This is an optimization exercise on Yosys and OpenROAD, whose aim is small area and a short achievable clock period, not a production implementation. Where RTL was checked, it was by simulation tests only, not by an equivalence proof against the original. No functional check of the RTL was part of runs 1, 2 and 4 to 6. No activity file was given, so power comes from the tool's default toggle rates.

===== design.v =====
module decb_halfband (
    input  wire [88:0] h,       
    input  wire [26:0] x,       
    input  wire        ev,      
    output wire [26:0] y,       
    output wire [88:0] nh       
);
    wire signed [29:0] r1 = h[88:59];
    wire signed [28:0] r2 = h[58:30];
    wire signed [23:0] e  = h[29:6];
    wire [1:0] ls = h[5:4];
    wire [1:0] lo = h[3:2];
    wire [1:0] lu = h[1:0];
    wire signed [23:0] xv = x[23:0];
    wire        [30:0] n;
    decb_add #(31) u_n (.a({r1[29], r1}), .b(~{{7{xv[23]}}, xv}), .ci(1'b1), .s(n), .co());
    wire        [25:0] ru;
    decb_add #(26) u_ru (.a(n[30:5]), .b(26'd0), .ci(n[4]), .s(ru), .co());
    wire               tie = n[4] & ~|n[3:0];
    wire        [25:0] r   = {ru[25:1], ru[0] & ~tie};
    wire               ovp = ~r[25] & (r[24] | r[23]);
    wire               ovn = r[25] & ~(r[24] & r[23] & |r[22:0]);
    wire        [23:0] c   = ovp ? 24'h7FFFFF :
                             ovn ? 24'h800001 : r[23:0];
    assign y = {(|ls) | x[26], (|lo) | x[25], (|lu) | x[24], c};
    wire        [24:0] x9h;
    decb_add #(25) u_x9 (.a({{4{xv[23]}}, xv[23:3]}), .b({xv[23], xv}), .ci(1'b0), .s(x9h), .co());
    wire signed [27:0] x9 = {x9h, xv[2:0]};
    wire signed [29:0] sa;
    decb_add #(30) u_sa (.a({r2[28], r2}), .b(ev ? {{2{x9[27]}}, x9} : {{2{xv[23]}}, xv, 4'd0}),
                         .ci(1'b0), .s(sa), .co());
    wire signed [28:0] sb;
    decb_add #(29) u_sb (.a({x9[27], x9}), .b(~{{5{e[23]}}, e}), .ci(1'b1), .s(sb), .co());
    function [1:0] lvl_next(input [1:0] l, input f, input even);
        lvl_next = f ? 2'd3 : (even ? ((l == 2'd0) ? 2'd0 : l - 2'd1) : l);
    endfunction
    wire [1:0] nls = lvl_next(ls, x[26], ev);
    wire [1:0] nlo = lvl_next(lo, x[25], ev);
    wire [1:0] nlu = lvl_next(lu, x[24], ev);
    assign nh = ev ? {sa, sb, xv, nls, nlo, nlu}
                   : {r1, sa[28:0], e, nls, nlo, nlu};
endmodule
module decb_add #(
    parameter integer W   = 8,
    parameter integer CMP = 0
) (
    input  wire [W-1:0] a,
    input  wire [W-1:0] b,
    input  wire         ci,
    output wire [W-1:0] s,
    output wire         co
);
    localparam integer L = (W > 32) ? 6 : (W > 16) ? 5 : (W > 8) ? 4 : (W > 4) ? 3 : (W > 2) ? 2 : 1;
    wire [W-1:0] p = a ^ b;
    wire [W-1:0] gl [0:2*L];
    wire [W-1:0] tl [0:2*L];
    assign gl[0] = (a & b) | {{(W-1){1'b0}}, (CMP ? (a[0] | b[0]) : p[0]) & ci};
    assign tl[0] = CMP ? (a | b) : p;
    genvar k, i;
    generate
        for (k = 1; k <= 2 * L; k = k + 1) begin : lv
            localparam integer D = (k <= L) ? (1 << (k - 1)) : (1 << (2 * L - k));
            for (i = 0; i < W; i = i + 1) begin : bt
                if ((k <= L && (i + 1) % (2 * D) == 0) ||
                    (k > L && (i + 1) % (2 * D) == D && i + 1 >= 3 * D)) begin : nd
                    assign gl[k][i] = gl[k-1][i] | (tl[k-1][i] & gl[k-1][i-D]);
                    assign tl[k][i] = tl[k-1][i] & tl[k-1][i-D];
                end else begin : ps
                    assign gl[k][i] = gl[k-1][i];
                    assign tl[k][i] = tl[k-1][i];
                end
            end
        end
    endgenerate
    wire [W-1:0] c = gl[2*L];
    generate
        if (W > 1) begin : sm
            assign s = p ^ {c[W-2:0], ci};
        end else begin : s1
            assign s = p ^ ci;
        end
    endgenerate
    assign co = c[W-1];
endmodule
module decb_thresh (
    input  wire        clk,
    input  wire        rst,
    input  wire        en,           
    input  wire        o,            
    input  wire        u,            
    input  wire [24:0] mag,          
    input  wire [23:0] level,
    input  wire [7:0]  hys,
    input  wire        clr_seen,
    output reg         state,
    output reg  [7:0]  cnt,
    output reg         seen
);
    wire [11:0] lim_hi;
    wire        lim_nn;
    decb_add #(12) u_lim (.a(level[23:12]), .b(~{4'd0, hys & {8{state}}}), .ci(1'b1),
                          .s(lim_hi), .co(lim_nn));
    wire ge;
    decb_add #(25, 1) u_ge (.a(mag), .b(~{1'b0, lim_hi, level[11:0]}), .ci(1'b1), .s(), .co(ge));
    wire above = o || ge;
    wire below = lim_nn & ~ge;
    wire rise = (level != 24'd0) && !u && !state && above;
    wire fall = (level != 24'd0) && !u && state && !o && below;
    always @(posedge clk) begin
        if (rst) begin
            state <= 1'b0;
            cnt   <= 8'd0;
            seen  <= 1'b0;
        end else if (en) begin
            if (level == 24'd0)
                state <= 1'b0;
            else if (rise)
                state <= 1'b1;
            else if (fall)
                state <= 1'b0;
            if (rise)
                cnt <= cnt + 8'd1;
            if (rise)
                seen <= 1'b1;
            else if (clr_seen)
                seen <= 1'b0;
        end
    end
endmodule
module decb_lane (
    input  wire        clk,
    input  wire        rst,
    input  wire        in_valid,
    input  wire [5:0]  in_frame,    
    input  wire [31:0] in_word,     
    input  wire [2:0]  bk,          
    input  wire [23:0] hi_level,
    input  wire [7:0]  hi_hys,
    input  wire [23:0] hh_level,
    input  wire [7:0]  hh_hys,
    input  wire [1:0]  clr_seen,    
    output reg         out_valid,
    output reg  [31:0] out_word,    
    output wire [1:0]  thr_state,   
    output wire [7:0]  hi_cnt,
    output wire [7:0]  hh_cnt,
    output wire [1:0]  seen         
);
    localparam [31:0] OFF32 = 32'h0500_0000;
    localparam [88:0] CLEAN = {83'd0, 2'd3, 2'd0, 2'd3};
    reg  [88:0] ring0, ring1, ring2, ring3, ring4, ring5;
    reg  [2:0]  pc;           
    reg         clean_q;      
    reg         rst_q;        
    reg  [26:0] x_q;          
    reg  [4:0]  srct_q;       
    reg  [5:0]  frame_q;
    reg  [2:0]  bk_q;
    reg  [2:0]  sel;          
    reg         pending;      
    reg         busy;         
    reg         fin;          
    wire        proc = (pending && pc == 3'd0) || busy;
    wire [5:0] ones;
    assign ones[0] = frame_q[0];
    assign ones[1] = ones[0] & frame_q[1];
    assign ones[2] = ones[1] & frame_q[2];
    assign ones[3] = ones[2] & frame_q[3];
    assign ones[4] = ones[3] & frame_q[4];
    assign ones[5] = ones[4] & frame_q[5];
    wire [6:0] fire = {ones, 1'b1};
    wire take = fire[pc];
    wire ev   = ones[pc];
    wire [26:0] y;
    wire [88:0] nh;
    decb_halfband u_hb (
        .h  (ring0),
        .x  (x_q),
        .ev (ev),
        .y  (y),
        .nh (nh)
    );
    always @(posedge clk) begin
        ring0 <= ring1;
        ring1 <= ring2;
        ring2 <= ring3;
        ring3 <= ring4;
        ring4 <= ring5;
        if (clean_q)
            ring5 <= CLEAN;
        else if (proc && take)
            ring5 <= nh;
        else
            ring5 <= ring0;
    end
    always @(posedge clk) begin
        rst_q <= rst;
        if (rst) begin
            pc      <= 3'd0;
            clean_q <= 1'b1;
        end else begin
            pc      <= (pc == 3'd5) ? 3'd0 : pc + 3'd1;
            if (pc == 3'd5)
                clean_q <= 1'b0;
        end
    end
    wire [2:0] bk_eff = (bk_q == 3'd7) ? 3'd6 : bk_q;
    wire [2:0] nsel   = (bk_eff != sel && fire[bk_eff]) ? bk_eff : sel;
    wire       dlv    = fire[nsel];
    wire       we     = dlv && ((proc && pc == nsel) || (fin && nsel == 3'd6));
    always @(posedge clk) begin
        if (rst) begin
            pending   <= 1'b0;
            busy      <= 1'b0;
            fin       <= 1'b0;
            out_valid <= 1'b0;
        end else begin
            if (in_valid)
                pending <= 1'b1;
            else if (pc == 3'd0)
                pending <= 1'b0;
            if (pc == 3'd0)
                busy <= pending;
            else if (pc == 3'd5)
                busy <= 1'b0;
            fin       <= busy && pc == 3'd5;
            out_valid <= fin;
        end
    end
    always @(posedge clk) begin
        if (rst_q) begin
            sel      <= 3'd0;
            out_word <= OFF32;
        end else begin
            if (fin)
                sel <= nsel;
            if (we)
                out_word <= {srct_q, x_q};
        end
    end
    wire hold_in = pending || busy || fin;
    always @(posedge clk) begin
        if (proc)
            x_q <= y;
        else if (!pending)
            x_q <= in_word[26:0];
        if (!hold_in) begin
            srct_q  <= in_word[31:27];
            frame_q <= in_frame;
            bk_q    <= bk;
        end
    end
    reg        v1;
    reg [23:0] hi_level_q, hh_level_q;
    reg [7:0]  hi_hys_q, hh_hys_q;
    reg [1:0]  clr_q;
    wire [24:0] mag;
    decb_add #(25) u_mag (.a({1'b0, x_q[23:0] ^ {24{x_q[23]}}}), .b(25'd0), .ci(x_q[23]),
                          .s(mag), .co());
    always @(posedge clk) begin
        v1         <= in_valid;
        hi_level_q <= hi_level;
        hh_level_q <= hh_level;
        hi_hys_q   <= hi_hys;
        hh_hys_q   <= hh_hys;
        clr_q      <= clr_seen;
    end
    decb_thresh u_hi (
        .clk      (clk),
        .rst      (rst_q),
        .en       (v1),
        .o        (x_q[25]),
        .u        (x_q[24]),
        .mag      (mag),
        .level    (hi_level_q),
        .hys      (hi_hys_q),
        .clr_seen (clr_q[0]),
        .state    (thr_state[0]),
        .cnt      (hi_cnt),
        .seen     (seen[0])
    );
    decb_thresh u_hh (
        .clk      (clk),
        .rst      (rst_q),
        .en       (v1),
        .o        (x_q[25]),
        .u        (x_q[24]),
        .mag      (mag),
        .level    (hh_level_q),
        .hys      (hh_hys_q),
        .clr_seen (clr_q[1]),
        .state    (thr_state[1]),
        .cnt      (hh_cnt),
        .seen     (seen[1])
    );
endmodule

===== flow/run.sh =====
#!/bin/bash
set -euo pipefail
bash standard.sh "BUFFER_PORTS_ARGS=-buffer_cell sky130_fd_sc_hd__buf_1" "CTS_ARGS=-sink_clustering_enable -repair_clock_nets -dont_use_dummy_load -buf_list sky130_fd_sc_hd__clkbuf_8 -sink_clustering_size 20 -sink_clustering_max_diameter 60" "SETUP_SLACK_MARGIN=37.4" finish > standard_make.log 2>&1

===== standard.sh =====
#!/bin/bash
# synth_recipe.tcl (not shown) runs the flow's synth.tcl, then flattens the netlist and writes it again
# the make line also repeats each setting of config.mk as NAME=value (left out here)
make -C /OpenROAD-flow-scripts/flow DESIGN_CONFIG=/design/flow/config.mk WORK_HOME=/design/flow/orfs CLKGATE_MAP_FILE= SYNTH_SCRIPT=/design/flow/synth_recipe.tcl "${@:-finish}"

===== config.mk =====
export PLATFORM = sky130hd
export DESIGN_NAME = decb_lane
export DESIGN_NICKNAME = decb_lane
export VERILOG_FILES = /design/flow/design.v
export SDC_FILE = /design/flow/constraint.sdc
export NUM_CORES = 4
export LEC_CHECK = 0
export CAP_MARGIN = 20
export CORE_MARGIN = 2
export CORE_UTILIZATION = 40
export SLEW_MARGIN = 20

===== constraint.sdc =====
create_clock -name core_clock -period 48.0 [get_ports {clk}]
set_input_delay 9.6000 -clock core_clock [delete_from_list [all_inputs] [get_ports {clk}]]
set_output_delay 9.6000 -clock core_clock [all_outputs]
set_load 0.01 [all_outputs]

==> metrics.md, run 1 <==
| Metric | Value |
|---|---|
| Die W | `258.0 um` |
| Delay-heaviest family, CP | `flip-flops` |
| CP max stage delay | `0.37 ns` |
| Final std cells w/o fill | `3345` |
| Crit path cell chain | `buf_6` |
| Sum Neg Setup Slack | `0 ns` |
| Synth warn | `10` |
| Rows | `93` |
| Ys async rst share | `0%` |
| Critical Path End Type | `output pin` |
| Initial drt markers | `979` |
| CP Buf/Inv Count | `1` |
| GRT Util Overall | `19.05%` |
| Clock Sinks | `706` |
| Largest net degree at the start of global routing | `67` |
| Worst path arrival time | `1.16 ns` |
| Largest family of logic cells by synthesized area | `adder cells` |
| WP data required | `38.40 ns` |
| Area growth, synth to finish | `10.73%` |
| TritonCTS clock tree | `yes` |
| Crit path max-delay cell type | `dfxtp_4` |
| Port Buffers | `162` |
| CTS root buffer | `clkbuf_8` |
| Yosys top cell by area | `dfxtp_1` |
| Yosys top cell area share | `51.57%` |
| Worst slew pin tran | `1.119 ns` |
| Final GP Congestion | `0.8749` |
| Cell area after synthesis | `25820 um^2` |
| Core Box Area | `64120 um^2` |
| DR WL/cell | `18.99 um` |
| Top-count cell post-synth | `dfxtp_1` |
| Worst-Skew Late Latency | `0.67 ns` |
| Post-route worst setup slack | `37.24 ns` |
| Clock tree buffer depth | `3` |
| Top post-synthesis cells by count | `dfxtp_1 (665), nand2_1 (233), nor2_1 (172), ha_1 (154), a21oi_1 (140)` |
| Worst Hold Class | `flop to flop` |
| Setup CP Type | `flop to output pin` |
| Clk_skew | `0.06547 ns` |
| Worst-path fanout max | `2` |
| Place WS | `37.48 ns` |
| Die area | `66590 um^2` |
| Max-slew violation count | `0` |
| Dpl hpwl | `46290 um` |
| XOR/XNOR Fraction of Synth Area | `4.289%` |
| # diodes | `0` |
| Layout cell share with drive strength beyond 1 | `9.478%` |
| Pint | `0.8632 mW` |
| Pwr/cell area | `45.66 nW/um^2` |
| Total CTS buffers | `45` |
| Dpl cells | `3275` |
| DR vias | `17020` |
| Peak VDD IR | `0.00002691 V` |
| Relative slew slack | `24.68%` |
| Vias in the first global route | `17480` |
| Cells after synthesis | `2316` |
| Status | `finished clean` |
| Switch Pwr | `0.4419 mW` |
| Static leakage | `11.59 nW` |
| Clk slew on worst S/H paths | `0.12 ns` |
| Synth Area in Compound Gates | `10.91%` |
| TritonRoute pass-1 iters | `5` |
| Starting Density | `40.27%` |
| WL final | `63520 um` |
| Register area share after synthesis | `56.34%` |
| Cell Area, Placed | `27300 um^2` |
| Vias/cell | `5.089` |
| Largest cells by area after synthesis | `dfxtp_1 (52%), ha_1 (7.5%), fa_1 (5.0%)` |
| Max-Cap Viols | `0` |
| Final hold viol count | `0` |
| Adder-Cell Fraction of Synth Area | `12.86%` |
| Final Net Count | `2821` |
| Switching share of power | `33.86%` |
| Part of the power in registers | `48.6%` |
| Number of hold buffers added after cts | `0` |
| Post-route cell area | `28590 um^2` |
| Flops & latches, synth | `706` |
| DRC viols | `0` |
| Final min period | `10.76 ns` |
| Distinct cells, synth | `88` |
| RSZ-0062 raised after global routing | `yes` |
| Remaining antenna violation count | `0` |
| Maximum clock rate | `92.95 MHz` |
| Synth Flop Type | `dfxtp_1` |
| Grt total ovfl | `0` |
| Setup-failing EPs final | `0` |
| Total power | `1.305 mW` |
| Syn Nets | `2645` |
| Initial antenna violation count | `0` |
| Post-Synth Simple-Gate Area | `10.84%` |
| Clock share of power | `19.4%` |
| Io pins | `163` |
| Comb power frac | `31.9%` |
| Final core occ | `44.59%` |
| Post-synth EDFFs | `41` |
| Period utilisation layout | `22.41%` |
| Mapped Avg Cell Area | `11.15 um^2` |
| Mux cell area share after synthesis | `1.396%` |
| Global-route wire length before repair | `98830 um` |
| Die Height | `258.0 um` |
| Crit start category | `flop` |
| H-tree depth | `2` |
| Hold WS | `0.2742 ns` |
## layer usage
metal  share of wire [%]  up-vias  wire, um  global-route usage [%]
li1                    -     8212         -                       -
met2                  44      507     28060                   30.44
met1                  46     8193     29110                   25.36
met5                   0        -         0                       0
met3                 5.9      112      3774                   3.651
met4                 4.0        0      2569                   7.868
## final timing paths
path,startpoint,endpoint,slack [ns],depth (start not counted)
setup / recovery,u_hi.state$_SDFFE_PP0P_,thr_state[0],37.24,1
hold / removal,ring5[29]$_SDFF_PP0_,ring4[29]$_DFF_P_,0.27,0
setup reg to reg,x_q[10]$_DFFE_PP_,x_q[10]$_DFFE_PP_,40.34,26
hold reg to reg,ring5[29]$_SDFF_PP0_,ring4[29]$_DFF_P_,0.27,0
## cell usage in the layout (no fill, tap or decap), types with 8 or more instances in the layout
| cell | n |
|---|---|
| clkbuf_8 | 45 |
| and2_1 | 14 |
| a21o_1 | 41 |
| o211ai_1 | 17 |
| nand4_1 | 21 |
| edfxtp_1 | 41 |
| dfxtp_1 | 610 |
| o21a_1 | 19 |
| buf_4 | 44 |
| buf_1 | 109 |
| nor4_1 | 24 |
| a21oi_1 | 139 |
| xor2_1 | 63 |
| mux2i_1 | 36 |
| a211oi_1 | 23 |
| nor2b_1 | 20 |
| fa_1 | 65 |
| o21bai_1 | 10 |
| nand2_1 | 232 |
| inv_1 | 131 |
| o221a_2 | 12 |
| xnor2_1 | 40 |
| ha_1 | 154 |
| and3_1 | 12 |
| nor2_1 | 171 |
| dfxtp_2 | 49 |
| nor3_1 | 25 |
| buf_6 | 53 |
| nand3_1 | 24 |
| o21ai_0 | 55 |
| o22ai_1 | 8 |
| nand2b_1 | 21 |
## power by group through the flow
stage               clock network (mW)  logic [mW]  registers [mW]
floorplan                            0       0.300           0.634
global placement                     0       0.395           0.648
detailed placement                   0       0.407           0.648
CTS                              0.264       0.417           0.635
global route                     0.283       0.466           0.636
finish                           0.253       0.417           0.635
## kinds of logic (layout without fill, tap and decap cells)
logic type | after synthesis | after routing
and+or+nand+nor | 607 | 607
buffers and inverters | 208 | 382
muxes | 36 | 36
xor gates and xnor gates | 112 | 112
DFF | 706 | 706
AOI/OAI and AO/OA | 419 | 419
adders and majority gates | 228 | 228
## sequential cells by signal (all words and copies together) (netlist names), 2 cells and up
signal,flops
ring4,89
ring0,89
ring1,89
ring2,89
hi_hys_q,8
bk_q,3
clr_q,2
frame_q,6
pc,3
u_hh.cnt,8
hh_level_q,24
sel,3
x_q,27
hh_hys_q,8
ring5,89
srct_q,5
u_hi.cnt,8
out_word,32
ring3,89
hi_level_q,24
## repair_timing
action,CTS,global route
resized for setup,162,3
hold endpoints to repair,0,0
setup endpoints to repair,53,53
setup buffers,23,2
## final cells by class
cell class | count | area, um^2
inverter | 131 | 491.7
timing repair buffer | 206 | 1336
sequential | 706 | 14630
multi-input combinational | 1402 | 10440
clock buffer | 45 | 619.3
fill | 5890 | 35530
tap | 855 | 1070
==> run 2: changes to the inputs <==
--- a/design.v
+++ b/design.v
@@ -52,3 +52,3 @@
 );
-    localparam integer L = (W > 32) ? 6 : (W > 16) ? 5 : (W > 8) ? 4 : (W > 4) ? 3 : (W > 2) ? 2 : 1;
+    localparam integer L = (W > 1) ? $clog2(W) : 1;
     wire [W-1:0] p = a ^ b;
@@ -100,8 +100,8 @@
     wire        lim_nn;
-    decb_add #(12) u_lim (.a(level[23:12]), .b(~{4'd0, hys & {8{state}}}), .ci(1'b1),
-                          .s(lim_hi), .co(lim_nn));
-    wire ge;
-    decb_add #(25, 1) u_ge (.a(mag), .b(~{1'b0, lim_hi, level[11:0]}), .ci(1'b1), .s(), .co(ge));
-    wire above = o || ge;
-    wire below = lim_nn & ~ge;
+    decb_add #(12) u_lim (.a(level[23:12]), .b(~{4'd0, hys}), .ci(1'b1), .s(lim_hi), .co(lim_nn));
+    wire ge_lim, ge_lvl;
+    decb_add #(25, 1) u_cl (.a(mag), .b(~{1'b0, lim_hi, level[11:0]}), .ci(1'b1), .s(), .co(ge_lim));
+    decb_add #(25, 1) u_cv (.a(mag), .b(~{1'b0, level}), .ci(1'b1), .s(), .co(ge_lvl));
+    wire below = lim_nn & ~ge_lim;
+    wire above = o || ge_lvl;
     wire rise = (level != 24'd0) && !u && !state && above;
==> flow/run.sh (replaced) <==
#!/bin/bash
set -euo pipefail
bash standard.sh "BUFFER_PORTS_ARGS=-buffer_cell sky130_fd_sc_hd__buf_1" "CTS_ARGS=-sink_clustering_enable -repair_clock_nets -dont_use_dummy_load -buf_list sky130_fd_sc_hd__clkbuf_8" finish > standard_make.log 2>&1
==> metrics.md, run 2 <==
| Metric | Value |
|---|---|
| Syn Nets | `2688 (was 2645)` |
| TritonRoute pass-1 iters | `5 (unchanged)` |
| Top-count cell post-synth | `dfxtp_1 (unchanged)` |
| Flops & latches, synth | `706 (unchanged)` |
| DR vias | `17560 (was 17020)` |
| Worst-Skew Late Latency | `0.70 ns (was 0.67 ns)` |
| RSZ-0062 raised after global routing | `no (was yes)` |
| DR WL/cell | `19.13 um (was 18.99 um)` |
| Clk_skew | `0.06765 ns (was 0.06547 ns)` |
| Clock tree buffer depth | `3 (unchanged)` |
| Vias/cell | `5.125 (was 5.089)` |
| Yosys top cell by area | `dfxtp_1 (unchanged)` |
| Yosys top cell area share | `51.05% (was 51.57%)` |
| Maximum clock rate | `91.41 MHz (was 92.95 MHz)` |
| Largest cells by area after synthesis | `dfxtp_1 (51%), ha_1 (7.4%), fa_1 (5.0%) (was dfxtp_1 (52%), ha_1 (7.5%), fa_1 (5.0%))` |
| Commonest non-fill, non-tap cell in the layout | `dfxtp_1 (unchanged)` |
| Post-synth EDFFs | `41 (unchanged)` |
| DRC viols | `0 (unchanged)` |
| Delay-heaviest family, CP | `flip-flops (unchanged)` |
| Distinct cells, synth | `81 (was 88)` |
| GRT Util Overall | `19.30% (was 19.05%)` |
| CTS root buffer | `clkbuf_8 (unchanged)` |
| Initial drt markers | `1139 (was 979)` |
| Grt total ovfl | `0 (unchanged)` |
| Dpl hpwl | `48130 um (was 46290 um)` |
| Global-route wire length before repair | `99640 um (was 98830 um)` |
| Max-Cap Viols | `0 (unchanged)` |
| Crit start category | `flop (unchanged)` |
| Final hold viol count | `0 (unchanged)` |
| Worst Hold Class | `flop to flop (unchanged)` |
| Final std cells w/o fill | `3426 (was 3345)` |
| Synth Flop Type | `dfxtp_1 (unchanged)` |
| Cell area after synthesis | `26080 um^2 (was 25820 um^2)` |
| Static leakage | `11.83 nW (was 11.59 nW)` |
| Final min period | `10.94 ns (was 10.76 ns)` |
| Max-slew violation count | `0 (unchanged)` |
| Core Box Area | `64460 um^2 (was 64120 um^2)` |
| TritonCTS clock tree | `yes (unchanged)` |
| Area growth, synth to finish | `11.42% (was 10.73%)` |
| Remaining antenna violation count | `0 (unchanged)` |
| Mapped Avg Cell Area | `11.06 um^2 (was 11.15 um^2)` |
| Number of hold buffers added after cts | `0 (unchanged)` |
| Top post-synthesis cells by count | `dfxtp_1 (665), nand2_1 (267), ha_1 (155), inv_1 (153), a21oi_1 (148) (was dfxtp_1 (665), nand2_1 (233), nor2_1 (172), ha_1 (154), a21oi_1 (140))` |
| Relative slew slack | `15.25% (was 24.68%)` |
| Die area | `67250 um^2 (was 66590 um^2)` |
| Postcts setup bufs | `0 (was 23)` |
| Largest net degree at the start of global routing | `72 (was 67)` |
| Layout cell share with drive strength beyond 1 | `6.656% (was 9.478%)` |
| Post-CTS resize count | `0 (was 162)` |
| Hold WS | `0.2722 ns (was 0.2742 ns)` |
| Final Net Count | `2901 (was 2821)` |
| Initial antenna violation count | `3 (was 0)` |
| Total CTS buffers | `104 (was 45)` |
| Worst path arrival time | `1.34 ns (was 1.16 ns)` |
| Sum Neg Setup Slack | `0 ns (unchanged)` |
| WP data required | `38.40 ns (about the same)` |
| Pwr/cell area | `50.37 nW/um^2 (was 45.66 nW/um^2)` |
| Io pins | `163 (unchanged)` |
| Die Height | `259.3 um (was 258.0 um)` |
| Crit path cell chain | `buf_1 (was buf_6)` |
| Ys async rst share | `0% (unchanged)` |
| Synth warn | `10 (unchanged)` |
| Worst slew pin tran | `1.239 ns (was 1.119 ns)` |
| Rows | `93 (unchanged)` |
| CP max stage delay | `0.40 ns (was 0.37 ns)` |
| Vias in the first global route | `17680 (was 17480)` |
| Worst-path fanout max | `5 (was 2)` |
| WL final | `65550 um (was 63520 um)` |
| Total power | `1.463 mW (was 1.305 mW)` |
| Number of fill cells | `6100 (was 5890)` |
| Crit path max-delay cell type | `dfxtp_1 (was dfxtp_4)` |
| Final core occ | `45.07% (was 44.59%)` |
| Cells after synthesis | `2358 (was 2316)` |
| CP Buf/Inv Count | `1 (unchanged)` |
| Port Buffers | `162 (unchanged)` |
| Setup-failing EPs final | `0 (unchanged)` |
| Die W | `259.3 um (was 258.0 um)` |
| H-tree depth | `3 (was 2)` |
| Peak VDD IR | `0.00002779 V (was 0.00002691 V)` |
| Period utilisation layout | `22.79% (was 22.41%)` |
| Starting Density | `40.45% (was 40.27%)` |
| Clock Sinks | `706 (unchanged)` |
| Setup CP Type | `flop to output pin (unchanged)` |
| Status | `finished clean (unchanged)` |
| Critical Path End Type | `output pin (unchanged)` |
| Register area share after synthesis | `55.77% (was 56.34%)` |
| Clk slew on worst S/H paths | `0.06 ns (was 0.12 ns)` |
| Dpl cells | `3320 (was 3275)` |
| Commonest cells after routing, fill and taps aside | `dfxtp_1 (663), nand2_1 (266), buf_1 (162), ha_1 (155), inv_1 (153) (was dfxtp_1 (610), nand2_1 (232), nor2_1 (171), ha_1 (154), a21oi_1 (139))` |
| Final GP Congestion | `0.9104 (was 0.8749)` |
-- run 2: kinds of logic after synthesis --
kind of cell / share of synthesized area [%]
flip-flops: 55.77
AO/OA/AOI/OAI: 11.68
multiplexers: 2.102
adder cells (fa/ha/maj): 13.03
AND/OR/NAND/NOR: 10.09
XOR/XNOR: 3.915
buffers and inverters: 3.411
-- run 2: metal layers --
metal	wire, um	track usage [%]	vias up
li1	-	-	8474
met1	29710	26.32	8453
met4	1763	6.817	0
met5	0	0	-
met3	4328	3.866	122
met2	29750	30.43	509
-- run 2: area by class of cell --
| cell class | count | area (um^2) | share of cell area [%] |
|---|---|---|---|
| tap | 855 | 1070 | 3.682 |
| clock buffer | 104 | 1431 | 4.926 |
| antenna | 2 | 5.005 | 0.01723 |
| inverter | 155 | 581.8 | 2.002 |
| timing repair buffer | 178 | 728.2 | 2.506 |
| sequential | 706 | 14550 | 50.07 |
| multi-input combinational | 1426 | 10690 | 36.79 |
-- run 2: power breakdown --
part           total, mW  internal [mW]  leakage, nW  switching (mW)
sequential         0.638          0.608         5.80          0.0293
clock              0.385          0.190        0.748           0.195
combinational      0.441          0.181         5.28           0.260
-- run 2: stage by stage --
| step | worst slack (ns) | instance area, um^2 |
|---|---|---|
| 2_1_floorplan | 37.86 | 26080 |
| 3_3_place_gp | 37.77 | 27620 |
| 3_5_place_dp | 37.74 | 27620 |
| 4_1_cts | 37.01 | 29050 |
| 5_1_grt | 37.01 | 29050 |
| 6_report | 37.06 | 29060 |
-- run 2: worst paths after layout --
kind | start | endpoint | slack (ns) | cells after the start
worst max-delay path | u_hh.state$_SDFFE_PP0P_ | thr_state[1] | 37.06 | 1
worst max register to register | x_q[2]$_DFFE_PP_ | x_q[4]$_DFFE_PP_ | 40.35 | 23
worst min-delay path | ring4[27]$_DFF_P_ | ring3[27]$_DFF_P_ | 0.27 | 0
worst min register to register | ring4[27]$_DFF_P_ | ring3[27]$_DFF_P_ | 0.27 | 0
==> run 3: changes to the inputs <==
--- a/design.v
+++ b/design.v
@@ -52,3 +52,3 @@
 );
-    localparam integer L = (W > 1) ? $clog2(W) : 1;
+    localparam integer L = (W > 32) ? 6 : (W > 16) ? 5 : (W > 8) ? 4 : (W > 4) ? 3 : (W > 2) ? 2 : 1;
     wire [W-1:0] p = a ^ b;
==> flow/run.sh (replaced) <==
#!/bin/bash
set -euo pipefail
bash standard.sh "BUFFER_PORTS_ARGS=-buffer_cell sky130_fd_sc_hd__buf_1" "CTS_ARGS=-sink_clustering_enable -repair_clock_nets -dont_use_dummy_load -buf_list sky130_fd_sc_hd__clkbuf_8 -sink_clustering_size 20 -sink_clustering_max_diameter 60" finish > standard_make.log 2>&1
==> metrics.md, run 3 <==
| Metric | Value |
|---|---|
| Status | `finished clean (unchanged)` |
| Sum Neg Setup Slack | `0 ns (unchanged)` |
| Mapped Avg Cell Area | `11.06 um^2 (unchanged)` |
| Clock tree buffer depth | `3 (unchanged)` |
| Vias/cell | `5.146 (was 5.125)` |
| Total power | `1.332 mW (was 1.463 mW)` |
| XOR/XNOR Fraction of Synth Area | `3.915% (unchanged)` |
| Setup CP Type | `flop to output pin (unchanged)` |
| Clk slew on worst S/H paths | `0.11 ns (was 0.06 ns)` |
| Yosys top cell by area | `dfxtp_1 (unchanged)` |
| Period utilisation layout | `22.78% (was 22.79%)` |
| Largest net degree at the start of global routing | `72 (unchanged)` |
| Area growth, synth to finish | `8.305% (was 11.42%)` |
| Worst Hold Class | `flop to flop (unchanged)` |
| Cells after synthesis | `2358 (unchanged)` |
| GRT Util Overall | `18.97% (was 19.30%)` |
| Worst path arrival time | `1.33 ns (was 1.34 ns)` |
| Die Height | `259.3 um (unchanged)` |
| Commonest non-fill, non-tap cell in the layout | `dfxtp_1 (unchanged)` |
| Initial antenna violation count | `5 (was 3)` |
| Post-synth EDFFs | `41 (unchanged)` |
| WL final | `64750 um (was 65550 um)` |
| Initial drt markers | `1076 (was 1139)` |
| Max-slew violation count | `0 (unchanged)` |
| Post-CTS resize count | `0 (unchanged)` |
| Starting Density | `40.45% (unchanged)` |
| Io pins | `163 (unchanged)` |
| Post-Synth Simple-Gate Area | `10.10% (unchanged)` |
| Part of the power in registers | `47.8% (was 43.6%)` |
| Critical Path End Type | `output pin (unchanged)` |
| H-tree depth | `2 (was 3)` |
| Register area share after synthesis | `55.77% (unchanged)` |
| TritonRoute pass-1 iters | `5 (unchanged)` |
| Pwr/cell area | `47.16 nW/um^2 (was 50.37 nW/um^2)` |
| Synth Area in Compound Gates | `11.68% (unchanged)` |
| TritonCTS clock tree | `yes (unchanged)` |
| CP max stage delay | `0.42 ns (was 0.40 ns)` |
| Mux cell area share after synthesis | `2.102% (unchanged)` |
| Layout cell share with drive strength beyond 1 | `4.462% (was 6.656%)` |
| Worst-Skew Late Latency | `0.68 ns (was 0.70 ns)` |
| Final GP Congestion | `0.9104 (unchanged)` |
| Crit start category | `flop (unchanged)` |
| Vias in the first global route | `17170 (was 17680)` |
| Switching share of power | `34.46% (was 33.04%)` |
| Total CTS buffers | `45 (was 104)` |
| Global-route wire length before repair | `98250 um (was 99640 um)` |
| Largest family of logic cells by synthesized area | `adder cells (unchanged)` |
| Number of fill cells | `6148 (was 6100)` |
| Peak VDD IR | `0.00002350 V (was 0.00002779 V)` |
| Number of hold buffers added after cts | `0 (unchanged)` |
| Flops & latches, synth | `706 (unchanged)` |
| DRC viols | `0 (unchanged)` |
| Dpl hpwl | `48130 um (unchanged)` |
| Cell area after synthesis | `26080 um^2 (unchanged)` |
| Postcts setup bufs | `0 (unchanged)` |
| Hold path depth | `0 (unchanged)` |
| Top post-synthesis cells by count | `dfxtp_1 (665), nand2_1 (267), ha_1 (155), inv_1 (153), a21oi_1 (148) (unchanged)` |
| CTS root buffer | `clkbuf_8 (unchanged)` |
| Largest cells by area after synthesis | `dfxtp_1 (51%), ha_1 (7.4%), fa_1 (5.0%) (unchanged)` |
| Remaining antenna violation count | `0 (unchanged)` |
| Clk_skew | `0.07685 ns (was 0.06765 ns)` |
| R2R setup slack | `40.29 ns (was 40.35 ns)` |
| DR WL/cell | `19.23 um (was 19.13 um)` |
| Port Buffers | `162 (unchanged)` |
| Grt total ovfl | `0 (unchanged)` |
| Ys async rst share | `0% (unchanged)` |
| Static leakage | `11.41 nW (was 11.83 nW)` |
| Final Net Count | `2842 (was 2901)` |
| Final min period | `10.93 ns (was 10.94 ns)` |
| Setup-failing EPs final | `0 (unchanged)` |
| Clock Sinks | `706 (unchanged)` |
| Endpoint, Worst Hold | `ring1[76]$_DFF_P_ (was ring3[27]$_DFF_P_)` |
| Worst-path fanout max | `5 (unchanged)` |
| DR vias | `17330 (was 17560)` |
| Final hold viol count | `0 (unchanged)` |
| Hold_sp | `ring2[76]$_DFF_P_ (was ring4[27]$_DFF_P_)` |
| WP data required | `38.40 ns (about the same)` |
| Rows | `93 (unchanged)` |
| Adder-Cell Fraction of Synth Area | `13.03% (unchanged)` |
| Die area | `67250 um^2 (unchanged)` |
| Maximum clock rate | `91.47 MHz (was 91.41 MHz)` |
| Die W | `259.3 um (unchanged)` |
| Top-count cell post-synth | `dfxtp_1 (unchanged)` |
| Core Box Area | `64460 um^2 (unchanged)` |
| Worst slew pin tran | `1.262 ns (was 1.239 ns)` |
| Crit path cell chain | `buf_1 (unchanged)` |
| Comb power frac | `33.1% (was 30.1%)` |
| Pint | `0.8730 mW (was 0.9798 mW)` |
| Relative slew slack | `15.38% (was 15.25%)` |
| CP Buf/Inv Count | `1 (unchanged)` |
| Syn Nets | `2688 (unchanged)` |
| Yosys top cell area share | `51.05% (unchanged)` |
| RSZ-0062 raised after global routing | `no (unchanged)` |
| Synth warn | `10 (unchanged)` |
| Distinct cells, synth | `81 (unchanged)` |
| R2R cell count | `22 (was 23)` |
| Synth Flop Type | `dfxtp_1 (unchanged)` |
| Delay-heaviest family, CP | `flip-flops (unchanged)` |
| Clock share of power | `19.1% (was 26.3%)` |
| Critical R2R Launch | `x_q[2]$_DFFE_PP_ (unchanged)` |
| Crit path max-delay cell type | `dfxtp_1 (unchanged)` |
| Commonest cells after routing, fill and taps aside | `dfxtp_1 (663), nand2_1 (266), buf_1 (162), ha_1 (155), inv_1 (153) (unchanged)` |
| Reg2reg end | `x_q[4]$_DFFE_PP_ (unchanged)` |
| Switch Pwr | `0.4590 mW (was 0.4836 mW)` |
| Max-Cap Viols | `0 (unchanged)` |
==> run 3: cell counts after synthesis <==
No cell type changed its count.
==> run 3: logic make-up (layout without fill, tap and decap cells) <==
kind of cell	after synthesis	in the layout
compound gates	457	457
xor+xnor	107	107
fa+ha+maj	235	235
buf+inv	226	378
flops	706	706
mux	54	54
other cells	0	2
simple gates	573	573
==> run 3: layer usage <==
layer  part of all wire (%)  up-vias  global-route usage [%]
met3                    6.6      104                   3.730
met2                     45      481                   30.13
met5                      0        -                       0
li1                       -     8364                       -
met1                     46     8376                   26.21
met4                    2.5        0                   5.508
==> run 3: how the worst max path moves through the flow <==
stage | cells after the start | startpoint | to
6_report | 1 | u_hh.state$_SDFFE_PP0P_ | thr_state[1]
5_1_grt | 1 | u_hh.state$_SDFFE_PP0P_ | thr_state[1]
4_1_cts | 1 | u_hh.state$_SDFFE_PP0P_ | thr_state[1]
3_5_place_dp | 2 | in_word[13] | x_q[13]$_DFFE_PP_
3_3_place_gp | 2 | in_word[13] | x_q[13]$_DFFE_PP_
2_1_floorplan | 1 | in_word[11] | x_q[11]$_DFFE_PP_
==> run 3: power groups by stage <==
| stage | sequential [mW] | clock (mW) | combinational (mW) |
|---|---|---|---|
| after floorplan | 0.635 | 0 | 0.312 |
| after global placement | 0.650 | 0 | 0.429 |
| after detailed placement | 0.650 | 0 | 0.438 |
| after CTS | 0.636 | 0.265 | 0.441 |
| after global routing | 0.638 | 0.285 | 0.488 |
| final | 0.637 | 0.255 | 0.441 |
==> run 3: layout make-up <==
| class | count | area [um^2] | area share (%) |
|---|---|---|---|
| Clock buffer | 45 | 619.3 | 2.193 |
| Timing Repair Buffer | 178 | 728.2 | 2.578 |
| Tap cell | 855 | 1070 | 3.788 |
| Inverter | 155 | 581.8 | 2.060 |
| Multi-Input combinational cell | 1426 | 10690 | 37.85 |
| Sequential cell | 706 | 14550 | 51.51 |
| Antenna cell | 2 | 5.005 | 0.01772 |
==> run 3: per-stage QoR <==
stage | cell area (um^2) | utilization [%] | instances | hold slack, ns | worst slack, ns
after global routing | 28240 | 43.81 | 3367 | 0.2911 | 37.01
after detailed placement | 27620 | 42.84 | 3320 | 0.3121 | 37.74
after floorplan | 26080 | - | 2358 | 0.3096 | 37.86
final | 28240 | 43.81 | 3367 | 0.2699 | 37.07
after CTS | 28240 | 43.80 | 3365 | 0.2748 | 37.02
after global placement | 27620 | 42.84 | 3320 | 0.3095 | 37.77
==> run 4: changes to the inputs <==
--- a/design.v
+++ b/design.v
@@ -100,8 +100,8 @@
     wire        lim_nn;
-    decb_add #(12) u_lim (.a(level[23:12]), .b(~{4'd0, hys}), .ci(1'b1), .s(lim_hi), .co(lim_nn));
-    wire ge_lim, ge_lvl;
-    decb_add #(25, 1) u_cl (.a(mag), .b(~{1'b0, lim_hi, level[11:0]}), .ci(1'b1), .s(), .co(ge_lim));
-    decb_add #(25, 1) u_cv (.a(mag), .b(~{1'b0, level}), .ci(1'b1), .s(), .co(ge_lvl));
-    wire below = lim_nn & ~ge_lim;
-    wire above = o || ge_lvl;
+    decb_add #(12) u_lim (.a(level[23:12]), .b(~{4'd0, hys & {8{state}}}), .ci(1'b1),
+                          .s(lim_hi), .co(lim_nn));
+    wire ge;
+    decb_add #(25, 1) u_ge (.a(mag), .b(~{1'b0, lim_hi, level[11:0]}), .ci(1'b1), .s(), .co(ge));
+    wire above = o || ge;
+    wire below = lim_nn & ~ge;
     wire rise = (level != 24'd0) && !u && !state && above;
@@ -156,4 +156,4 @@
     reg  [4:0]  srct_q;       
-    reg  [5:0]  frame_q;
-    reg  [2:0]  bk_q;
+    reg  [2:0]  t_q;          
+    reg  [2:0]  bk_q;         
     reg  [2:0]  sel;          
@@ -163,12 +163,4 @@
     wire        proc = (pending && pc == 3'd0) || busy;
-    wire [5:0] ones;
-    assign ones[0] = frame_q[0];
-    assign ones[1] = ones[0] & frame_q[1];
-    assign ones[2] = ones[1] & frame_q[2];
-    assign ones[3] = ones[2] & frame_q[3];
-    assign ones[4] = ones[3] & frame_q[4];
-    assign ones[5] = ones[4] & frame_q[5];
-    wire [6:0] fire = {ones, 1'b1};
-    wire take = fire[pc];
-    wire ev   = ones[pc];
+    wire take = pc <= t_q;
+    wire ev   = pc < t_q;
     wire [26:0] y;
@@ -206,5 +198,4 @@
     end
-    wire [2:0] bk_eff = (bk_q == 3'd7) ? 3'd6 : bk_q;
-    wire [2:0] nsel   = (bk_eff != sel && fire[bk_eff]) ? bk_eff : sel;
-    wire       dlv    = fire[nsel];
+    wire [2:0] nsel   = (bk_q != sel && bk_q <= t_q) ? bk_q : sel;
+    wire       dlv    = nsel <= t_q;
     wire       we     = dlv && ((proc && pc == nsel) || (fin && nsel == 3'd6));
@@ -241,2 +232,5 @@
     wire hold_in = pending || busy || fin;
+    wire [2:0] t_in = !in_frame[0] ? 3'd0 : !in_frame[1] ? 3'd1 :
+                      !in_frame[2] ? 3'd2 : !in_frame[3] ? 3'd3 :
+                      !in_frame[4] ? 3'd4 : !in_frame[5] ? 3'd5 : 3'd6;
     always @(posedge clk) begin
@@ -248,7 +242,7 @@
             srct_q  <= in_word[31:27];
-            frame_q <= in_frame;
-            bk_q    <= bk;
-        end
-    end
-    reg        v1;
+            t_q     <= t_in;
+            bk_q    <= {bk[2:1], bk[0] & ~(bk[2] & bk[1])};
+        end
+    end
+    reg        v1;           
     reg [23:0] hi_level_q, hh_level_q;
@@ -256,5 +250,2 @@
     reg [1:0]  clr_q;
-    wire [24:0] mag;
-    decb_add #(25) u_mag (.a({1'b0, x_q[23:0] ^ {24{x_q[23]}}}), .b(25'd0), .ci(x_q[23]),
-                          .s(mag), .co());
     always @(posedge clk) begin
@@ -267,2 +258,5 @@
     end
+    wire [24:0] mag;
+    decb_add #(25) u_mag (.a({1'b0, x_q[23:0] ^ {24{x_q[23]}}}), .b(25'd0), .ci(x_q[23]),
+                          .s(mag), .co());
     decb_thresh u_hi (
==> metrics.md, run 4 <==
| Metric | Value |
|---|---|
| GRT Util Overall | `17.89% (was 18.97%)` |
| Initial drt markers | `1050 (was 1076)` |
| Worst-path fanout max | `12 (was 5)` |
| Cell area after synthesis | `25330 um^2 (was 26080 um^2)` |
| Worst path arrival time | `1.50 ns (was 1.33 ns)` |
| Postcts setup bufs | `0 (unchanged)` |
| Final Net Count | `2754 (was 2842)` |
| Post-synth EDFFs | `38 (was 41)` |
| Yosys top cell by area | `dfxtp_1 (unchanged)` |
| Io pins | `163 (unchanged)` |
| Dpl hpwl | `43380 um (was 48130 um)` |
| Pint | `0.8603 mW (was 0.8730 mW)` |
| Relative slew slack | `27.64% (was 15.38%)` |
| Dpl cells | `3214 (was 3320)` |
| Top sig layer | `met5 (was met4)` |
| Cell Area, Placed | `26850 um^2 (was 27620 um^2)` |
| Rows | `92 (was 93)` |
| Routed met3 length | `4149 um (was 4262 um)` |
| Clock Sinks | `703 (was 706)` |
| Vias/cell | `4.934 (was 5.146)` |
| Die W | `255.7 um (was 259.3 um)` |
| Critical Path End Type | `output pin (unchanged)` |
| Part of the power in registers | `48.4% (was 47.8%)` |
| Max-slew violation count | `0 (unchanged)` |
| Setup-failing EPs final | `0 (unchanged)` |
| Final hold viol count | `0 (unchanged)` |
| Clock share of power | `18.9% (was 19.1%)` |
| CTS root buffer | `clkbuf_8 (unchanged)` |
| Final min period | `11.10 ns (was 10.93 ns)` |
| DR WL met2 | `26150 um (was 29160 um)` |
| M1 WL | `26920 um (was 29730 um)` |
| Comb power frac | `32.8% (was 33.1%)` |
| Worst-Skew Late Latency | `0.67 ns (was 0.68 ns)` |
| Grt total ovfl | `0 (unchanged)` |
| TritonCTS clock tree | `yes (unchanged)` |
| Die area | `65360 um^2 (was 67250 um^2)` |
| Mapped Avg Cell Area | `11.20 um^2 (was 11.06 um^2)` |
| TritonRoute pass-1 iters | `5 (unchanged)` |
| Switch Pwr | `0.4535 mW (was 0.4590 mW)` |
| WP data required | `38.40 ns (about the same)` |
| Cells after synthesis | `2262 (was 2358)` |
| Crit path max-delay cell type | `dfxtp_1 (unchanged)` |
| Die Height | `255.7 um (was 259.3 um)` |
| DRC viols | `0 (unchanged)` |
| Worst Hold Class | `flop to flop (unchanged)` |
| Clock tree buffer depth | `3 (unchanged)` |
| Post-route cell area | `27480 um^2 (was 28240 um^2)` |
| Synth warn | `10 (unchanged)` |
| Area growth, synth to finish | `8.471% (was 8.305%)` |
| Period utilisation layout | `23.13% (was 22.78%)` |
| Worst slew pin tran | `1.081 ns (was 1.262 ns)` |
| Syn Nets | `2601 (was 2688)` |
| Global-route wire length before repair | `91310 um (was 98250 um)` |
| Final std cells w/o fill | `3259 (was 3367)` |
| WL final | `58710 um (was 64750 um)` |
| Place WS | `37.59 ns (was 37.74 ns)` |
| Core Box Area | `62850 um^2 (was 64460 um^2)` |
| # diodes | `0 (was 2)` |
| Top post-synthesis cells by count | `dfxtp_1 (665), nand2_1 (232), ha_1 (164), nor2_1 (150), inv_1 (146) (was dfxtp_1 (665), nand2_1 (267), ha_1 (155), inv_1 (153), a21oi_1 (148))` |
| Total CTS buffers | `44 (was 45)` |
| Setup CP Type | `flop to output pin (unchanged)` |
| Post-route worst setup slack | `36.90 ns (was 37.07 ns)` |
| Largest cells by area after synthesis | `dfxtp_1 (53%), ha_1 (8.1%), fa_1 (5.1%) (was dfxtp_1 (51%), ha_1 (7.4%), fa_1 (5.0%))` |
| Number of fill cells | `6006 (was 6148)` |
| CP Buf/Inv Count | `1 (unchanged)` |
| Largest net degree at the start of global routing | `58 (was 72)` |
| DR vias | `16080 (was 17330)` |
| Status | `finished clean (unchanged)` |
| Yosys top cell area share | `52.55% (was 51.05%)` |
| Clk_skew | `0.06905 ns (was 0.07685 ns)` |
| Remaining antenna violation count | `0 (unchanged)` |
| Max-Cap Viols | `0 (unchanged)` |
| Port Buffers | `162 (unchanged)` |
| H-tree depth | `2 (unchanged)` |
| Top-count cell post-synth | `dfxtp_1 (unchanged)` |
| DR WL/cell | `18.01 um (was 19.23 um)` |
| Ys async rst share | `0% (unchanged)` |
| Maximum clock rate | `90.06 MHz (was 91.47 MHz)` |
| Delay-heaviest family, CP | `flip-flops (unchanged)` |
| Flops & latches, synth | `703 (was 706)` |
| Sum Neg Setup Slack | `0 ns (unchanged)` |
| Crit path cell chain | `buf_1 (unchanged)` |
| Final GP Congestion | `0.8569 (was 0.9104)` |
| Peak VDD IR | `0.00002684 V (was 0.00002350 V)` |
| Crit start category | `flop (unchanged)` |
| Synth Flop Type | `dfxtp_1 (unchanged)` |
| Pwr/cell area | `47.81 nW/um^2 (was 47.16 nW/um^2)` |
| Initial antenna violation count | `1 (was 5)` |
| Starting Density | `40.30% (was 40.45%)` |
| Register area share after synthesis | `57.06% (was 55.77%)` |
| Commonest cells after routing, fill and taps aside | `dfxtp_1 (663), nand2_1 (231), ha_1 (164), buf_1 (162), nor2_1 (149) (was dfxtp_1 (663), nand2_1 (266), buf_1 (162), ha_1 (155), inv_1 (153))` |
| CP max stage delay | `0.61 ns (was 0.42 ns)` |
| Number of hold buffers added after cts | `0 (unchanged)` |
| Vias in the first global route | `16220 (was 17170)` |
| Clk slew on worst S/H paths | `0.11 ns (about the same)` |
| Layout cell share with drive strength beyond 1 | `4.434% (was 4.462%)` |
| Distinct cells, synth | `74 (was 81)` |
| Post-CTS resize count | `0 (unchanged)` |
| Static leakage | `11.37 nW (was 11.41 nW)` |
| Commonest non-fill, non-tap cell in the layout | `dfxtp_1 (unchanged)` |
| Switching share of power | `34.52% (was 34.46%)` |
| RSZ-0062 raised after global routing | `no (unchanged)` |
| Total power | `1.314 mW (was 1.332 mW)` |
[run 4: worst paths after layout]
kind / startpoint / end / depth (start not counted) / slack [ns]
max: u_hh.state$_SDFFE_PP0P_ / thr_state[1] / 1 / 36.90
min reg2reg: ring3[84]$_DFF_P_ / ring2[84]$_DFF_P_ / 0 / 0.29
max reg2reg: x_q[2]$_DFFE_PP_ / x_q[7]$_DFFE_PP_ / 23 / 40.02
min: ring3[84]$_DFF_P_ / ring2[84]$_DFF_P_ / 0 / 0.29
[run 4: cell type report]
class                      instances  area [um^2]  area share, %
clock buffer                      44        605.6          2.204
inverter                         146        548.0          1.994
timing repair buffer             177        733.2          2.668
sequential                       703        14460          52.63
multi-input combinational       1343        10070          36.65
tap                              846         1059          3.852
[run 4: routing by layer]
| metal | global-route usage (%) | up-vias |
|---|---|---|
| li1 | - | 7923 |
| met1 | 24.50 | 7676 |
| met2 | 28.19 | 383 |
| met3 | 4.070 | 97 |
| met4 | 5.458 | 2 |
| met5 | 0 | - |
[run 4: cells by family after synthesis]
| kind of cell | count (synthesis) | synth area share (%) |
|---|---|---|
| multiplexers | 37 | 1.462 |
| AND/OR/NAND/NOR | 558 | 9.938 |
| flip-flops | 703 | 57.06 |
| buffers and inverters | 216 | 3.304 |
| XOR/XNOR | 109 | 4.208 |
| AO/OA/AOI/OAI | 401 | 10.42 |
| adder cells (fa/ha/maj) | 238 | 13.61 |
[run 4: power by group through the flow]
stage / combinational [mW] / clock, mW / sequential (mW)
4_1_cts: 0.431 / 0.259 / 0.636
3_5_place_dp: 0.429 / 0 / 0.649
2_1_floorplan: 0.311 / 0 / 0.630
6_report: 0.431 / 0.248 / 0.635
3_3_place_gp: 0.417 / 0 / 0.649
5_1_grt: 0.483 / 0.279 / 0.637
[run 4: stage by stage]
stage / utilization (%) / hold WS [ns]
global route: 43.72 / 0.2959
floorplan: - / 0.3096
global placement: 42.71 / 0.3099
finish: 43.72 / 0.2933
CTS: 43.68 / 0.2918
detailed placement: 42.71 / 0.3121
==> run 5: changes to the inputs <==
--- a/config.mk
+++ b/config.mk
@@ -9,3 +9,3 @@
 export CORE_MARGIN = 2
-export CORE_UTILIZATION = 40
+export CORE_UTILIZATION = 65
 export SLEW_MARGIN = 20
==> metrics.md, run 5 <==
| Metric | Value |
|---|---|
| Postcts setup bufs | `0 (unchanged)` |
| Worst slew pin tran | `1.122 ns (was 1.081 ns)` |
| Remaining antenna violation count | `0 (unchanged)` |
| Final std cells w/o fill | `2932 (was 3259)` |
| Area growth, synth to finish | `6.826% (was 8.471%)` |
| Port Buffers | `162 (unchanged)` |
| Final GP Congestion | `0.9290 (was 0.8569)` |
| Total CTS buffers | `46 (was 44)` |
| Final Net Count | `2755 (was 2754)` |
| Flops & latches, synth | `703 (unchanged)` |
| DRC viols | `0 (unchanged)` |
| Clock tree buffer depth | `3 (unchanged)` |
| TritonRoute pass-1 iters | `6 (was 5)` |
| Initial antenna violation count | `0 (was 1)` |
| DR vias | `16380 (was 16080)` |
| Number of hold buffers added after cts | `0 (unchanged)` |
| Yosys top cell area share | `52.55% (unchanged)` |
| Total power | `1.310 mW (was 1.314 mW)` |
| Worst Hold Class | `flop to flop (unchanged)` |
| Final min period | `11.03 ns (was 11.10 ns)` |
| Static leakage | `11.37 nW (about the same)` |
| Rows | `72 (was 92)` |
| Pwr/cell area | `48.42 nW/um^2 (was 47.81 nW/um^2)` |
| Distinct cells, synth | `74 (unchanged)` |
| Max-Cap Viols | `0 (unchanged)` |
| Cell area after synthesis | `25330 um^2 (unchanged)` |
| Register area share after synthesis | `57.06% (unchanged)` |
| Commonest non-fill, non-tap cell in the layout | `dfxtp_1 (unchanged)` |
| WL final | `56640 um (was 58710 um)` |
| Crit path cell chain | `buf_1 (unchanged)` |
| H-tree depth | `2 (unchanged)` |
| CTS root buffer | `clkbuf_8 (unchanged)` |
| Setup CP Type | `flop to output pin (unchanged)` |
| Largest cells by area after synthesis | `dfxtp_1 (53%), ha_1 (8.1%), fa_1 (5.1%) (unchanged)` |
| Largest net degree at the start of global routing | `69 (was 58)` |
| Worst-Skew Late Latency | `0.65 ns (was 0.67 ns)` |
| Starting Density | `65.70% (was 40.30%)` |
| Final hold viol count | `0 (unchanged)` |
| Commonest cells after routing, fill and taps aside | `dfxtp_1 (663), nand2_1 (231), ha_1 (164), buf_1 (162), nor2_1 (149) (unchanged)` |
| Period utilisation layout | `22.99% (was 23.13%)` |
| Max-slew violation count | `0 (unchanged)` |
| Maximum clock rate | `90.64 MHz (was 90.06 MHz)` |
| Die area | `40570 um^2 (was 65360 um^2)` |
| Post-CTS resize count | `0 (unchanged)` |
| Ys async rst share | `0% (unchanged)` |
| Global-route wire length before repair | `88640 um (was 91310 um)` |
| Final core occ | `70.18% (was 43.72%)` |
| Sum Neg Setup Slack | `0 ns (unchanged)` |
| WP data required | `38.40 ns (about the same)` |
| Relative slew slack | `24.39% (was 27.64%)` |
| Die Height | `201.4 um (was 255.7 um)` |
| Worst-path fanout max | `12 (unchanged)` |
| Synth Flop Type | `dfxtp_1 (unchanged)` |
| Setup-failing EPs final | `0 (unchanged)` |
| Die W | `201.4 um (was 255.7 um)` |
| Synth warn | `10 (unchanged)` |
| Peak VDD IR | `0.00003309 V (was 0.00002684 V)` |
| Dpl hpwl | `41960 um (was 43380 um)` |
| Status | `finished clean (unchanged)` |
| RSZ-0062 raised after global routing | `no (unchanged)` |
| Core Box Area | `38560 um^2 (was 62850 um^2)` |
| Clk slew on worst S/H paths | `0.11 ns (about the same)` |
| Top-count cell post-synth | `dfxtp_1 (unchanged)` |
| # diodes | `0 (unchanged)` |
| Vias in the first global route | `16290 (was 16220)` |
| Dpl cells | `2885 (was 3214)` |
| GRT Util Overall | `28.14% (was 17.89%)` |
| Initial drt markers | `1101 (was 1050)` |
| Syn Nets | `2601 (unchanged)` |
| Vias/cell | `5.587 (was 4.934)` |
| TritonCTS clock tree | `yes (unchanged)` |
| Grt total ovfl | `0 (unchanged)` |
| Worst path arrival time | `1.43 ns (was 1.50 ns)` |
| Top post-synthesis cells by count | `dfxtp_1 (665), nand2_1 (232), ha_1 (164), nor2_1 (150), inv_1 (146) (unchanged)` |
| Crit start category | `flop (unchanged)` |
| Critical Path End Type | `output pin (unchanged)` |
| Delay-heaviest family, CP | `flip-flops (unchanged)` |
| DR WL/cell | `19.32 um (was 18.01 um)` |
| CP Buf/Inv Count | `1 (unchanged)` |
| Post-synth EDFFs | `38 (unchanged)` |
| Yosys top cell by area | `dfxtp_1 (unchanged)` |
| Io pins | `163 (unchanged)` |
| Hold WS | `0.2722 ns (was 0.2933 ns)` |
| Clk_skew | `0.04880 ns (was 0.06905 ns)` |
| Mapped Avg Cell Area | `11.20 um^2 (unchanged)` |
| CP max stage delay | `0.59 ns (was 0.61 ns)` |
| Cells after synthesis | `2262 (unchanged)` |
| Clock Sinks | `703 (unchanged)` |
| Crit path max-delay cell type | `dfxtp_1 (unchanged)` |
| Layout cell share with drive strength beyond 1 | `4.432% (was 4.434%)` |
## run 5: layout make-up
class                      instances  area (um^2)
tap                              518        648.1
fill                            2964        11500
multi-input combinational       1343        10060
clock buffer                      46        633.1
inverter                         146        548.0
sequential                       703        14460
timing repair buffer             176        713.2
## run 5: kinds of logic (layout without fill, tap and decap cells)
family / after synthesis / after routing / synth area share (%)
multiplexers: 37 / 37 / 1.462
XOR/XNOR: 109 / 109 / 4.208
flip-flops: 703 / 703 / 57.06
AO/OA/AOI/OAI: 401 / 401 / 10.42
buffers and inverters: 216 / 368 / 3.304
adder cells (fa/ha/maj): 238 / 238 / 13.61
AND/OR/NAND/NOR: 558 / 558 / 9.938
## run 5: worst paths after layout
check	start	endpoint	slack, ns	cells after the start
worst max register to register	x_q[2]$_DFFE_PP_	x_q[3]$_DFFE_PP_	40.10	26
worst min register to register	ring3[0]$_DFF_P_	ring2[0]$_DFF_P_	0.27	0
worst max-delay path	u_hh.state$_SDFFE_PP0P_	thr_state[1]	36.97	1
worst min-delay path	ring3[0]$_DFF_P_	ring2[0]$_DFF_P_	0.27	0
## run 5: where the power goes
group / internal [mW] / total (mW) / switching [mW]
registers: 0.604 / 0.635 / 0.0305
clock network: 0.0864 / 0.252 / 0.165
logic: 0.171 / 0.424 / 0.253
## run 5: metrics by stage
step	instance area [um^2]	setup WS, ns
floorplan	25330	37.89
global placement	26420	37.65
detailed placement	26420	37.63
CTS	27050	36.91
global route	27060	36.86
finish	27060	36.97
## run 5: layer usage
layer | track usage [%] | share of wire (%) | vias up
li1 | - | - | 7915
met2 | 45.58 | 46 | 484
met4 | 9.270 | 3.0 | 0
met5 | 0 | 0 | -
met1 | 38.43 | 45 | 7867
met3 | 5.151 | 6.5 | 116
==> run 6: changes to the inputs <==
--- a/design.v
+++ b/design.v
@@ -87,2 +87,3 @@
     input  wire        rst,
+    input  wire        rst_d,        
     input  wire        en,           
@@ -98,5 +99,8 @@
 );
+    reg         st;
+    always @(posedge clk)
+        st <= state & ~rst_d;
     wire [11:0] lim_hi;
     wire        lim_nn;
-    decb_add #(12) u_lim (.a(level[23:12]), .b(~{4'd0, hys & {8{state}}}), .ci(1'b1),
+    decb_add #(12) u_lim (.a(level[23:12]), .b(~{4'd0, hys & {8{st}}}), .ci(1'b1),
                           .s(lim_hi), .co(lim_nn));
@@ -264,2 +268,3 @@
         .rst      (rst_q),
+        .rst_d    (rst_q),
         .en       (v1),
@@ -278,2 +283,3 @@
         .rst      (rst_q),
+        .rst_d    (rst_q),
         .en       (v1),
==> metrics.md, run 6 <==
| Metric | Value |
|---|---|
| Critical R2R Launch | `x_q[0]$_DFFE_PP_ (was x_q[2]$_DFFE_PP_)` |
| Total CTS buffers | `46 (unchanged)` |
| Initial drt markers | `828 (was 1101)` |
| Critical Path Sink | `hi_cnt[1] (was thr_state[1])` |
| WP data required | `38.40 ns (about the same)` |
| H-tree depth | `2 (unchanged)` |
| DRC viols | `0 (unchanged)` |
| Syn Nets | `2605 (was 2601)` |
| Commonest cells after routing, fill and taps aside | `dfxtp_1 (665), nand2_1 (216), ha_1 (164), nor2_1 (163), buf_1 (162) (was dfxtp_1 (663), nand2_1 (231), ha_1 (164), buf_1 (162), nor2_1 (149))` |
| Yosys top cell area share | `52.41% (was 52.55%)` |
| Yosys top cell by area | `dfxtp_1 (unchanged)` |
| Crit path cell chain | `buf_1 (unchanged)` |
| Reg2reg end | `ring5[58]$_SDFF_PP0_ (was x_q[3]$_DFFE_PP_)` |
| Core Box Area | `38650 um^2 (was 38560 um^2)` |
| Vias in the first global route | `16590 (was 16290)` |
| Pwr/cell area | `47.79 nW/um^2 (was 48.42 nW/um^2)` |
| Setup CP Type | `flop to output pin (unchanged)` |
| Total power | `1.300 mW (was 1.310 mW)` |
| Setup crit start | `u_hi.cnt[1]$_SDFFE_PP0P_ (was u_hh.state$_SDFFE_PP0P_)` |
| # diodes | `0 (unchanged)` |
| Synth warn | `10 (unchanged)` |
| Top post-synthesis cells by count | `dfxtp_1 (667), nand2_1 (217), ha_1 (164), nor2_1 (164), inv_1 (138) (was dfxtp_1 (665), nand2_1 (232), ha_1 (164), nor2_1 (150), inv_1 (146))` |
| Rows | `72 (unchanged)` |
| DR WL/cell | `18.90 um (was 19.32 um)` |
| TritonCTS clock tree | `yes (unchanged)` |
| Remaining antenna violation count | `0 (unchanged)` |
| Place WS | `37.69 ns (was 37.63 ns)` |
| Ys async rst share | `0% (unchanged)` |
| Static leakage | `11.38 nW (was 11.37 nW)` |
| CP max stage delay | `0.43 ns (was 0.59 ns)` |
| Max-Cap Viols | `0 (unchanged)` |
| Clock Sinks | `705 (was 703)` |
| Critical Path End Type | `output pin (unchanged)` |
| Cells after synthesis | `2266 (was 2262)` |
| Final std cells w/o fill | `2936 (was 2932)` |
| Delay-heaviest family, CP | `flip-flops (unchanged)` |
| R2R setup slack | `40.69 ns (was 40.10 ns)` |
| Largest cells by area after synthesis | `dfxtp_1 (52%), ha_1 (8.1%), fa_1 (5.1%) (was dfxtp_1 (53%), ha_1 (8.1%), fa_1 (5.1%))` |
| Global-route wire length before repair | `87840 um (was 88640 um)` |
| DR vias | `16280 (was 16380)` |
| WL final | `55500 um (was 56640 um)` |
| Peak VDD IR | `0.00003266 V (was 0.00003309 V)` |
| Worst path arrival time | `1.28 ns (was 1.43 ns)` |
| Worst slew pin tran | `1.150 ns (was 1.122 ns)` |
| Final GP Congestion | `0.8505 (was 0.9290)` |
| Initial antenna violation count | `1 (was 0)` |
| Maximum clock rate | `91.89 MHz (was 90.64 MHz)` |
| Number of hold buffers added after cts | `0 (unchanged)` |
| Io pins | `163 (unchanged)` |
| CTS root buffer | `clkbuf_8 (unchanged)` |
| Worst-path fanout max | `5 (was 12)` |
| Crit start category | `flop (unchanged)` |
| Sum Neg Setup Slack | `0 ns (unchanged)` |
| Worst-Skew Late Latency | `0.66 ns (was 0.65 ns)` |
| Die area | `40800 um^2 (was 40570 um^2)` |
| CP Buf/Inv Count | `1 (unchanged)` |
| Starting Density | `65.93% (was 65.70%)` |
| Post-route worst setup slack | `37.12 ns (was 36.97 ns)` |
| Register area share after synthesis | `56.88% (was 57.06%)` |
| Post-synth EDFFs | `38 (unchanged)` |
| Final min period | `10.88 ns (was 11.03 ns)` |
| Die W | `202.0 um (was 201.4 um)` |
| Dpl cells | `2890 (was 2885)` |
| Cell area after synthesis | `25480 um^2 (was 25330 um^2)` |
| Postcts setup bufs | `0 (unchanged)` |
| Final hold viol count | `0 (unchanged)` |
| Cell Area, Placed | `26580 um^2 (was 26420 um^2)` |
| Clk slew on worst S/H paths | `0.12 ns (was 0.11 ns)` |
| Flops & latches, synth | `705 (was 703)` |
| Synth Flop Type | `dfxtp_1 (unchanged)` |
| GRT Util Overall | `27.68% (was 28.14%)` |
| Port Buffers | `162 (unchanged)` |
| Distinct cells, synth | `88 (was 74)` |
| Grt total ovfl | `0 (unchanged)` |
| Clk_skew | `0.06524 ns (was 0.04880 ns)` |
| Crit path max-delay cell type | `dfxtp_1 (unchanged)` |
| Hold WS | `0.2803 ns (was 0.2722 ns)` |
| Top-count cell post-synth | `dfxtp_1 (unchanged)` |
| Number of fill cells | `2926 (was 2964)` |
| R2R cell count | `25 (was 26)` |
| Largest net degree at the start of global routing | `63 (was 69)` |
| Final core occ | `70.41% (was 70.18%)` |
| RSZ-0062 raised after global routing | `no (unchanged)` |
| Die Height | `202.0 um (was 201.4 um)` |
| Vias/cell | `5.546 (was 5.587)` |
| Max-slew violation count | `0 (unchanged)` |
| Layout cell share with drive strength beyond 1 | `4.591% (was 4.432%)` |
| Setup-failing EPs final | `0 (unchanged)` |
| Post-CTS resize count | `0 (unchanged)` |
| Status | `finished clean (unchanged)` |
| Area growth, synth to finish | `6.801% (was 6.826%)` |
| Dpl hpwl | `40520 um (was 41960 um)` |
| Relative slew slack | `22.66% (was 24.39%)` |
| Worst Hold Class | `flop to flop (unchanged)` |
| Post-route cell area | `27210 um^2 (was 27060 um^2)` |
| Mapped Avg Cell Area | `11.24 um^2 (was 11.20 um^2)` |
| Period utilisation layout | `22.67% (was 22.99%)` |
| Commonest non-fill, non-tap cell in the layout | `dfxtp_1 (unchanged)` |
| CP Depth | `1 (unchanged)` |
| Clock tree buffer depth | `3 (unchanged)` |
| Final Net Count | `2759 (was 2755)` |
| TritonRoute pass-1 iters | `5 (was 6)` |
run 6: worst min-delay path by stage:
stage | startpoint | endpoint | slack (ns) | cells past startpoint
final | ring5[18]$_SDFF_PP0_ | ring4[18]$_DFF_P_ | 0.28 | 0
after global routing | ring3[20]$_DFF_P_ | ring2[20]$_DFF_P_ | 0.28 | 0
after CTS | ring5[18]$_SDFF_PP0_ | ring4[18]$_DFF_P_ | 0.29 | 0
after detailed placement | ring1[39]$_DFF_P_ | ring0[39]$_DFF_P_ | 0.31 | 0
after global placement | ring3[38]$_DFF_P_ | ring2[38]$_DFF_P_ | 0.31 | 0
after floorplan | ring1[0]$_DFF_P_ | ring0[0]$_DFF_P_ | 0.31 | 0
run 6: cell families after synthesis:
family	synth area share (%)
DFF	56.88
adders and majority gates	13.56
AOI/OAI and AO/OA	11.04
muxes	1.562
xor gates and xnor gates	4.007
and+or+nand+nor	9.733
buffers and inverters	3.212
run 6: cell type report:
class                   count  area (um^2)  area share, %
clock buffers              46        633.1          2.327
flip-flops and latches    705        14500          53.28
well taps                 518        648.1          2.382
inverters                 138        518.0          1.904
repair buffers            176        713.2          2.621
multi-input cells        1353        10200          37.49
run 6: per-layer routing:
metal  up-vias  global-route usage (%)  routed length, um  part of all wire [%]
met5         -                       0                  8                 0.014
li1       7953                       -                  -                     -
met4         2                   9.533               1773                   3.2
met2       378                   45.19              25700                    46
met3       114                   5.015               2931                   5.3
met1      7837                   37.32              25080                    45
run 6: where the power goes:
part	switching [mW]	internal (mW)	leakage (nW)
registers	0.0280	0.606	5.79
clock network	0.168	0.0863	0.331
logic	0.247	0.166	5.26

-- separate check: timing with driven ports --
In the flow no input, the clock included, has a driving cell. The finished layouts below were timed again as built, in two steps. Step 1 assumes that a clkbuf_16 drives the clock port and a buf_2 every other input. Step 2, shift: input delay + t, output delay - t, t = (earliest + latest rising clock arrival at the registers) / 2. This alone moves slack from input paths to output paths. a / b / c = ideal ports / drivers / drivers and shift; a / b = the first two.
| run | t (ns) | slack for setup (ns) | worst slew at a driven data input, ns |
|---|---|---|---|
| run 1 | 0.690 | 37.242 / 37.187 / 37.748 | 0.07 |
| run 2 | 0.720 | 37.061 / 37.004 / 37.712 | 0.09 |
| run 3 | 0.689 | 37.067 / 37.013 / 37.701 | 0.09 |
| run 4 | 0.698 | 36.897 / 36.835 / 37.532 | 0.06 |
| run 5 | 0.678 | 36.967 / 36.916 / 37.594 | 0.06 |
| run 6 | 0.679 | 37.117 / 37.063 / 37.677 | 0.07 |
After both steps setup and hold are still met in every run listed.
